Context: an optimization exercise on an open-source flow, tuned for small area, a short achievable clock period and few clock cycles per item. The choices shown serve that exercise and are no tape-out recipe.
In this exercise RTL edits were held to simulation tests only and were not proved equivalent to the original.

## design/flow/config.mk

```make
export PLATFORM = sky130hd
export DESIGN_NAME = filt_engine
export DESIGN_NICKNAME = filt_engine
export VERILOG_FILES = /design/flow/design.v
export SDC_FILE = /design/flow/constraint.sdc
export NUM_CORES = 4
export LEC_CHECK = 0
export CAP_MARGIN = 20
export CORE_MARGIN = 2
export CORE_UTILIZATION = 40
export SLEW_MARGIN = 20
```

## design/flow/design.v

```verilog
module filt_fma (
    input  wire        clk,
    input  wire [31:0] a,
    input  wire [31:0] b,
    input  wire [31:0] c,
    output reg  [31:0] r
);
    wire        pz1  = (a[30:23] == 8'd0) | (b[30:23] == 8'd0);
    wire [47:0] prod1 = {1'b1, a[22:0]} * {1'b1, b[22:0]};
    wire [9:0]  pe1  = {2'b0, a[30:23]} + {2'b0, b[30:23]} - 10'd127;
    reg  [47:0] q_prod;
    reg  [9:0]  q_pe;
    reg         q_sp, q_pz;
    always @(posedge clk) begin
        q_prod <= prod1;
        q_pe   <= pe1;
        q_sp   <= a[31] ^ b[31];
        q_pz   <= pz1;
    end
    wire        sc  = c[31];
    wire        cz  = (c[30:23] == 8'd0);
    wire [9:0]  ce  = {2'b0, c[30:23]};
    wire [9:0]  dpc = q_pe - ce;
    wire [9:0]  dcp = ce - q_pe;
    wire        pbig = ~q_pz & (cz | ~dpc[9]);
    wire [51:0] pfield = {1'b0, q_prod, 3'b000};
    wire [51:0] cfield = {2'b00, 1'b1, c[22:0], 26'd0};
    wire [51:0] big   = pbig ? pfield : ((q_pz & cz) ? 52'd0 : cfield);
    wire [51:0] smll = (q_pz | cz) ? 52'd0 : (pbig ? cfield : pfield);
    wire        sbig  = pbig ? q_sp : sc;
    wire        ssml  = pbig ? sc : q_sp;
    wire [9:0]  ebig  = pbig ? q_pe : ce;
    wire [9:0]  diff  = pbig ? dpc : dcp;
    wire [5:0]  sh    = (diff[9:6] != 4'd0) ? 6'd63 : diff[5:0];
    wire [51:0] al     = smll >> sh;
    wire [51:0] lomask = ~({52{1'b1}} << sh);
    wire        sticky = |(smll & lomask);
    wire [51:0] als    = {al[51:1], al[0] | sticky};
    wire        sub    = sbig ^ ssml;
    wire [52:0] sum2   = {1'b0, big} + ({1'b0, als} ^ {53{sub}}) + {52'd0, sub};
    reg  [52:0] q_sum;
    reg         q_neg, q_sbig, q_zs;
    reg  [9:0]  q_eb;
    always @(posedge clk) begin
        q_sum  <= sum2;
        q_neg  <= sub & sum2[52];
        q_sbig <= sbig;
        q_eb   <= ebig;
        q_zs   <= q_pz & cz & q_sp & sc;
    end
    wire [52:0] mag  = q_neg ? (~q_sum + 53'd1) : q_sum;
    wire        sres = q_sbig ^ q_neg;
    reg  [5:0]  lz;
    integer     i;
    always @* begin
        lz = 6'd53;
        for (i = 0; i <= 52; i = i + 1)
            if (mag[i]) lz = 6'd52 - i[5:0];
    end
    wire [52:0]        norm   = mag << lz;
    wire signed [11:0] er     = $signed({{2{q_eb[9]}}, q_eb}) + 12'sd3 - $signed({6'd0, lz});
    wire [23:0]        mant   = norm[52:29];
    wire               rnd    = norm[28];
    wire               stk    = |norm[27:0];
    wire               rup    = rnd & (stk | mant[0]);
    wire [24:0]        mant_r = {1'b0, mant} + {24'd0, rup};
    wire signed [11:0] ef     = mant_r[24] ? (er + 12'sd1) : er;
    reg [31:0] res;
    always @* begin
        if (mag == 53'd0)
            res = {q_zs, 31'd0};
        else if (er < 12'sd0)
            res = {sres, 31'd0};
        else if (er == 12'sd0)
            res = (mant == 24'hFFFFFF) ? {sres, 8'd1, 23'd0} : {sres, 31'd0};
        else if (ef >= 12'sd255)
            res = {sres, 8'hFE, 23'h7FFFFF};
        else
            res = {sres, ef[7:0], mant_r[24] ? 23'd0 : mant_r[22:0]};
    end
    always @(posedge clk)
        r <= res;
endmodule
module filt_engine (
    input  wire        clk,
    input  wire        rst,
    input  wire        cfg_we,
    input  wire [4:0]  cfg_addr,
    input  wire [31:0] cfg_data,
    input  wire        in_valid,
    output wire        in_ready,
    input  wire [23:0] in_x,
    input  wire        in_missing,
    input  wire        in_last,
    output reg         out_valid,
    output wire [31:0] out_y,
    output wire [31:0] out_peak,
    output wire        out_gap
);
    localparam [31:0] ONE  = 32'h3F80_0000;
    localparam [31:0] NZER = 32'h8000_0000;
    reg [31:0] cb0 [0:3];
    reg [31:0] cb1 [0:3];
    reg [31:0] cb2 [0:3];
    reg [31:0] ca1 [0:3];
    reg [31:0] ca2 [0:3];
    reg [31:0] scale_r;
    reg [31:0] offset_r;
    reg [2:0]  nbq_r;
    reg [10:0] dec_r;
    integer k;
    always @(posedge clk) begin
        if (cfg_we) begin
            for (k = 0; k < 4; k = k + 1) begin
                if (cfg_addr == 5*k + 0) cb0[k] <= cfg_data;
                if (cfg_addr == 5*k + 1) cb1[k] <= cfg_data;
                if (cfg_addr == 5*k + 2) cb2[k] <= cfg_data;
                if (cfg_addr == 5*k + 3) ca1[k] <= {~cfg_data[31], cfg_data[30:0]};
                if (cfg_addr == 5*k + 4) ca2[k] <= {~cfg_data[31], cfg_data[30:0]};
            end
            if (cfg_addr == 5'd20) scale_r  <= cfg_data;
            if (cfg_addr == 5'd21) offset_r <= cfg_data;
            if (cfg_addr == 5'd22) nbq_r    <= cfg_data[2:0];
            if (cfg_addr == 5'd23) dec_r    <= cfg_data[10:0];
        end
    end
    reg [5:0] ph;
    always @(posedge clk) begin
        if (rst) ph <= 6'b000001;
        else     ph <= {ph[4:0], ph[5]};
    end
    wire [5:0] slA = ph;
    wire [5:0] slB = {ph[2:0], ph[5:3]};
    reg        rdy;
    reg        iv_r, im_r, il_r;
    reg [23:0] ix_r;
    reg [23:0] x_prev;
    reg [31:0] xf_r;
    assign in_ready = rdy;
    always @(posedge clk) begin
        rdy  <= ~rst & ph[2];
        iv_r <= in_valid;
        im_r <= in_missing;
        il_r <= in_last;
        ix_r <= in_x;
    end
    wire        acc  = iv_r & ph[4];
    wire [23:0] x24  = im_r ? x_prev : ix_r;
    wire        xneg = x24[23];
    wire [23:0] xmag = xneg ? (~x24 + 24'd1) : x24;
    reg  [4:0]  xlz;
    reg  [23:0] xnorm;
    reg  [31:0] xf;
    integer     n;
    always @* begin
        xlz = 5'd24;
        for (n = 0; n <= 23; n = n + 1)
            if (xmag[n]) xlz = 5'd23 - n[4:0];
        xnorm = xmag << xlz;
        if (x24 == 24'd0)
            xf = 32'd0;
        else
            xf = {xneg, 8'd150 - {3'd0, xlz}, xnorm[22:0]};
    end
    always @(posedge clk) begin
        if (rst)
            x_prev <= 24'd0;
        else if (acc)
            x_prev <= x24;
        if (ph[4])
            xf_r <= xf;
    end
    reg [2:0] tgA, tgB, tgC, tgD;
    always @(posedge clk) begin
        if (rst) begin
            tgA <= 3'd0; tgB <= 3'd0; tgC <= 3'd0; tgD <= 3'd0;
        end else if (ph[4]) begin
            tgA <= {acc, il_r, im_r};
            tgB <= tgA;
            tgC <= tgB;
            tgD <= tgC;
        end
    end
    reg [3:0] act;
    always @(posedge clk) begin
        if (rst) act <= 4'd0;
        else begin
            if (ph[1]) act[0] <= tgB[2] & (nbq_r > 3'd0);
            if (ph[4]) act[1] <= tgB[2] & (nbq_r > 3'd1);
            if (ph[1]) act[2] <= tgC[2] & (nbq_r > 3'd2);
            if (ph[4]) act[3] <= tgC[2] & (nbq_r > 3'd3);
        end
    end
    wire [31:0] R  [0:3];      
    reg  [31:0] yh [0:3];      
    reg  [31:0] s1 [0:3];
    reg  [31:0] s2 [0:3];
    reg  [3:0]  z1, z2;        
    reg  [31:0] x0h;           
    genvar j;
    generate
        for (j = 0; j < 4; j = j + 1) begin : u
            wire [5:0] sl  = (j % 2 == 0) ? slA : slB;
            wire       byp = (nbq_r <= j);
            wire [31:0] xin0, xin1;
            if (j == 0) begin : x_first
                assign xin0 = x0h;
                assign xin1 = x0h;
            end else begin : x_next
                assign xin0 = R[j-1];
                assign xin1 = yh[j-1];
            end
            wire [31:0] fa =
                  ({32{sl[0] & ~byp}} & cb0[j])
                | ({32{sl[0] &  byp}} & ONE)
                | ({32{sl[1]}} & cb1[j])
                | ({32{sl[2]}} & cb2[j])
                | ({32{sl[3]}} & ca1[j])
                | ({32{sl[4]}} & ca2[j])
                | ((j == 0) ? ({32{sl[5]}} & scale_r) : 32'd0);
            wire [31:0] fb =
                  ({32{sl[0]}} & xin0)
                | ({32{sl[1] | sl[2]}} & xin1)
                | ({32{sl[3]}} & R[j])
                | ({32{sl[4]}} & yh[j])
                | ((j == 0) ? ({32{sl[5]}} & xf_r) : 32'd0);
            wire [31:0] fc =
                  ({32{sl[1] & ~byp & ~z1[j]}} & s1[j])
                | ({32{sl[2] & ~z2[j]}} & s2[j])
                | ({32{sl[4] | sl[5]}} & R[j])
                | ((j == 0) ? ({32{sl[0]}} & offset_r) : 32'd0)
                | {(sl[1] & byp) | sl[3], 31'd0};
            filt_fma fma (.clk(clk), .a(fa), .b(fb), .c(fc), .r(R[j]));
            always @(posedge clk) begin
                if (sl[3]) yh[j] <= R[j];
                if (sl[0] & act[j]) s1[j] <= R[j];
                if (sl[1] & act[j]) s2[j] <= R[j];
                if (rst) begin
                    z1[j] <= 1'b1;
                    z2[j] <= 1'b1;
                end else begin
                    if (sl[0] & act[j]) z1[j] <= 1'b0;
                    if (sl[1] & act[j]) z2[j] <= 1'b0;
                end
            end
        end
    endgenerate
    always @(posedge clk)
        if (ph[2]) x0h <= R[0];
    reg [31:0] out_r;
    reg [31:0] pk;
    reg        gap;
    reg        clr;      
    reg [10:0] dc;
    wire [31:0] xo      = R[3];
    wire [31:0] ax      = {1'b0, xo[30:0]};
    wire [31:0] pkc     = clr ? 32'd0 : pk;
    wire [10:0] dc_inc  = dc + 11'd1;
    wire        dec_hit = (dc_inc == dec_r);
    wire        eos     = ph[0] & tgD[2];
    always @(posedge clk) begin
        if (rst) begin
            out_valid <= 1'b0;
            out_r     <= 32'd0;
            dc        <= 11'd0;
            clr       <= 1'b1;
        end else begin
            out_valid <= eos & tgD[1];
            if (eos) begin
                pk  <= (ax > pkc) ? ax : pkc;
                gap <= (~clr & gap) | tgD[0];
                clr <= tgD[1];
                dc  <= dec_hit ? 11'd0 : dc_inc;
                if (dec_hit) out_r <= xo;
            end
        end
    end
    assign out_y    = out_r;
    assign out_peak = pk;
    assign out_gap  = gap;
endmodule
```

## design/flow/run.sh

```bash
#!/bin/bash
# synth_recipe.tcl (not shown) runs the flow's synth.tcl, then flattens the netlist and writes it again
# the make line also repeats each setting of config.mk as NAME=value (left out here)
make -C /OpenROAD-flow-scripts/flow DESIGN_CONFIG=/design/flow/config.mk WORK_HOME=/design/flow/orfs CLKGATE_MAP_FILE= SYNTH_SCRIPT=/design/flow/synth_recipe.tcl finish
```

## design/flow/constraint.sdc

```tcl
create_clock -name core_clock -period 40.0 [get_ports {clk}]
set_input_delay 8.0000 -clock core_clock [delete_from_list [all_inputs] [get_ports {clk}]]
set_output_delay 8.0000 -clock core_clock [all_outputs]
set_load 0.01 [all_outputs]
```

==> results.py <==
metrics = {
    "setup_path": {
        "cpPeakStageDelay_ns": 0.75,
        "rr_worst_depth": 43,
        "cp_num_cells": 43,
        "critPathArrivalTime_ns": 13.95,
        "critPathSlowestCell": "dfxtp_4",
        "r2r_slack_ns": 26.83,
        "startpoint_type": "register",
        "crit_top_cell": "buf_4",
        "crit_required_ns": 40.78,
        "regToRegStartpoint": "ph[1]$_SDFF_PP0_",
        "cp.buffers_inverters": 8,
        "cp-end-kind": "register",
        "startpoint": "ph[1]$_SDFF_PP0_",
        "critPathKind": "register to register",
        "path_max_fanout": 44,
        "cp_top_family": "compound AO/OA/AOI/OAI gates",
        "r2r_end": "u[0].fma.q_sum[52]$_DFF_P_",
        "cp-endpoint": "u[0].fma.q_sum[52]$_DFF_P_",
    },
    "status": {
        "status": "timing/DRC/antenna clean",
    },
    "sta": {
        "hold_violations": 0,
        "fin_skew_ns": 0.0940,
        "maxSlewViolCount": 0,
        "period_minus_slack_ns": 13.17,
        "finalSetupViolCount": 0,
        "tns_ns": 0,
        "tightest_slew_ns": 1.37,
        "rsz0062_at_grt": "no",
        "max_freq_mhz": 75.9,
        "timing.slew.headroom": 0.0797,
        "fin_crit_sh": 0.329,
        "layout_setup_ws_ns": 26.83,
    },
    "grt": {
        "grt_max_degree": 144,
        "overflow": 0,
        "gr-usage-all-layers": 0.315,
        "grt_pass1_vias": 172000,
        "antenna_found_initial": 79,
        "grt_pass1_wl_um": 1200000,
    },
    "finish": {
        "syn2layout_area_growth_pct": 8.43,
        "final_core_util": 0.435,
        "drive_above_1_share": 0.0628,
        "layout.nets": 26000,
    },
    "place": {
        "place_congestion": 1.00,
        "port_buffers": 133,
        "hpwl_um": 639000,
        "pre_cts_ws_ns": 27.14,
    },
    "clocking": {
        "htreeDepth": 4,
        "cts.repair.resized": 0,
        "cts_tree": "yes",
        "cts_root_buf": "clkbuf_16",
        "cts_hold_buf": 0,
        "clock_path_buffers": 4,
        "clk_pin_slew_ns": 0.06,
        "postCtsSetupBuffers": 0,
        "cts_sinks": 1958,
        "insertion_delay_ns": 0.97,
        "numCtsBuffers": 214,
    },
    "synthesis": {
        "synth_cell_type_count": 144,
        "syn-num-nets": 26300,
        "ys_seq_area_frac": 0.253,
        "synth_seq_cells": 1958,
        "synth_edf_count": 1199,
        "yosys_warnings": 18,
        "ys.flop_type": "edfxtp_1",
        "syn_area_per_cell_um2": 8.70,
        "syn-cell-area_mm2": 0.202,
        "synth_cells": 23200,
        "synthArstFlopShare": 0,
    },
    "floorplan": {
        "die_w_um": 715,
        "die-area_mm2": 0.511,
        "initial_core_util": 0.401,
        "ios": 134,
        "placeableCoreArea_mm2": 0.504,
        "die_h_um": 715,
        "placementRows": 261,
    },
    "flow_run": {
        "maxCapViolCount": 0,
    },
    "route": {
        "avgRoutedWirePerCell_um": 27.9,
        "firstDrtPassIters": 13,
        "route.antenna.remaining_nets": 0,
        "drt-initial-drc-count": 23300,
        "dr_total_vias": 180000,
        "vias_per_cell": 6.03,
        "route.detailed.drc": 0,
        "drt-total-wl_um": 831000,
    },
    "hold_path": {
        "hold_depth": 2,
        "hold_path.class": "register to register",
    },
}
[placed cells by master (no fill, tap or decap), types with 363 or more instances in the layout]
| cell type | n |
|---|---|
| nand2_1 | 3441 |
| inv_1 | 2375 |
| nor2_1 | 2020 |
| fa_1 | 1944 |
| edfxtp_1 | 1199 |
| a21oi_1 | 1174 |
| ha_1 | 1075 |
| o21ai_0 | 1002 |
| dfxtp_1 | 748 |
| xnor2_1 | 724 |
| nand3_1 | 611 |
| buf_4 | 577 |
| mux2i_1 | 473 |
| nor3_1 | 396 |
| xor2_1 | 363 |
[sequential cells by signal, indices dropped and copies added (netlist names), 6 cells and up]
name	cells
ix_r	24
dc	11
u.fma.r	128
out_r	32
cb2	128
s2	128
u.fma.q_eb	40
ca2	128
cb1	128
pk	32
s1	128
xf_r	32
yh	128
cb0	128
u.fma.q_pe	40
scale_r	32
dec_r	11
ca1	128
ph	6
offset_r	32
x_prev	24
u.fma.q_prod	192
x0h	32
u.fma.q_sum	212
[area by class of cell]
class	instances	area (um^2)
fillers	49900	285000
multi-input cells	17500	137000
flip-flops and latches	1958	51200
inverters	2446	9180
well taps	6706	8390
clock buffers	286	6130
repair buffers	717	5800
clock inverters	113	1250
diodes	45	113
[routing by layer]
metal | vias up | track usage | wire length [um]
met5 | - | 0 | 251
met4 | 38 | 0.120 | 36600
met3 | 1619 | 0.0741 | 90300
met2 | 9736 | 0.468 | 353000
met1 | 89200 | 0.444 | 352000
li1 | 79200 | - | -
[worst register-to-register path, delay by kind of cell (launching register included)]
family          cells  cell delay [ns]
xor+xnor            1             0.70
flops               1             0.75
fa+ha+maj           4             1.09
compound gates     22             5.78
buf+inv             8             2.33
simple gates        8             2.35
[how the worst min path moves through the flow]
stage | startpoint | end | slack [ns]
3_3_place_gp | z1[3]$_SDFFE_PP1P_ | z1[3]$_SDFFE_PP1P_ | 0.42
2_1_floorplan | u[2].fma.q_zs$_DFF_P_ | u[2].fma.r[31]$_DFF_P_ | 0.40
4_1_cts | ix_r[11]$_DFF_P_ | x_prev[11]$_SDFFE_PP0P_ | 0.45
6_report | ix_r[16]$_DFF_P_ | x_prev[16]$_SDFFE_PP0P_ | 0.45
3_5_place_dp | z1[3]$_SDFFE_PP1P_ | z1[3]$_SDFFE_PP1P_ | 0.44
5_1_grt | ix_r[4]$_DFF_P_ | x_prev[4]$_SDFFE_PP0P_ | 0.47
[synthesized netlist by cell type, drive strengths merged (108+ instances only)]
cell type | number | share of area
mux2i | 477 | 0.024
fa | 1944 | 0.19
and2 | 193 | 0.0060
dfxtp | 759 | 0.075
a22oi | 299 | 0.011
o31ai | 142 | 0.0055
o21bai | 120 | 0.0045
nand2b | 135 | 0.0042
o211ai | 226 | 0.0084
ha | 1075 | 0.067
o21a | 123 | 0.0046
a21o | 184 | 0.0068
and3 | 165 | 0.0051
buf | 329 | 0.0090
o21ai | 1087 | 0.027
or3 | 152 | 0.0049
o22ai | 117 | 0.0037
inv | 2404 | 0.045
nor3 | 409 | 0.010
nand3 | 614 | 0.015
nand4 | 136 | 0.0043
nand2 | 3451 | 0.064
clkbuf | 974 | 0.018
xnor2 | 726 | 0.031
a211oi | 259 | 0.0099
a222oi | 223 | 0.011
a31oi | 228 | 0.0073
nor2b | 119 | 0.0037
nor2 | 2078 | 0.039
edfxtp | 1199 | 0.18
nor4 | 108 | 0.0038
xor2 | 370 | 0.016
a21oi | 1202 | 0.030
[cells by family after synthesis]
| kind of cell | Yosys count | synth area share |
|---|---|---|
| AO/OA/AOI/OAI | 4986 | 0.165 |
| adder cells (fa/ha/maj) | 3022 | 0.259 |
| multiplexers | 581 | 0.0302 |
| flip-flops | 1958 | 0.253 |
| other | 1 | 0.0000186 |
| AND/OR/NAND/NOR | 7849 | 0.172 |
| buffers and inverters | 3750 | 0.0726 |
| XOR/XNOR | 1096 | 0.0476 |
[per-stage QoR]
stage | area, um^2 | std cells | hold slack [ns]
floorplan | 202000 | 23200 | 0.401
global placement | 212000 | 29400 | 0.425
detailed placement | 212000 | 29400 | 0.440
CTS | 219000 | 29800 | 0.451
global route | 219000 | 29800 | 0.467
finish | 219000 | 29800 | 0.449
Testbench counts, summed over its fixed seeds: cycles 12,443, items 2,048.

static timing again, ports no longer ideal:
How much do the figures lean on ideal ports? The routed layout below was timed once more, with nothing changed but the port constraints.
Step 1 (the two cells are an assumption about what drives the block):
set clk [get_ports {clk}]
set_driving_cell -lib_cell sky130_fd_sc_hd__clkbuf_16 $clk
set_driving_cell -lib_cell sky130_fd_sc_hd__buf_2 [delete_from_list [all_inputs] $clk]
Step 2 moves the port delays by t, midway between the first and last clock arrival at a register: inputs arrive t later, outputs are due t later. That takes back most of the time a late clock gives input paths.
Slacks: ideal ports / drivers / drivers and shift; pairs: ideal ports / drivers.
t (ns): 1.056
slack for setup (ns): 26.833 / 26.833 / 26.833
worst register clock-pin slew, ns: 0.09 / 0.09
worst data-port slew with drivers (ns): 0.21
After both steps setup and hold are still met in this run. For this run, drivers alone change the setup slack by 0.000 ns; drivers and shift together by 0.000 ns.
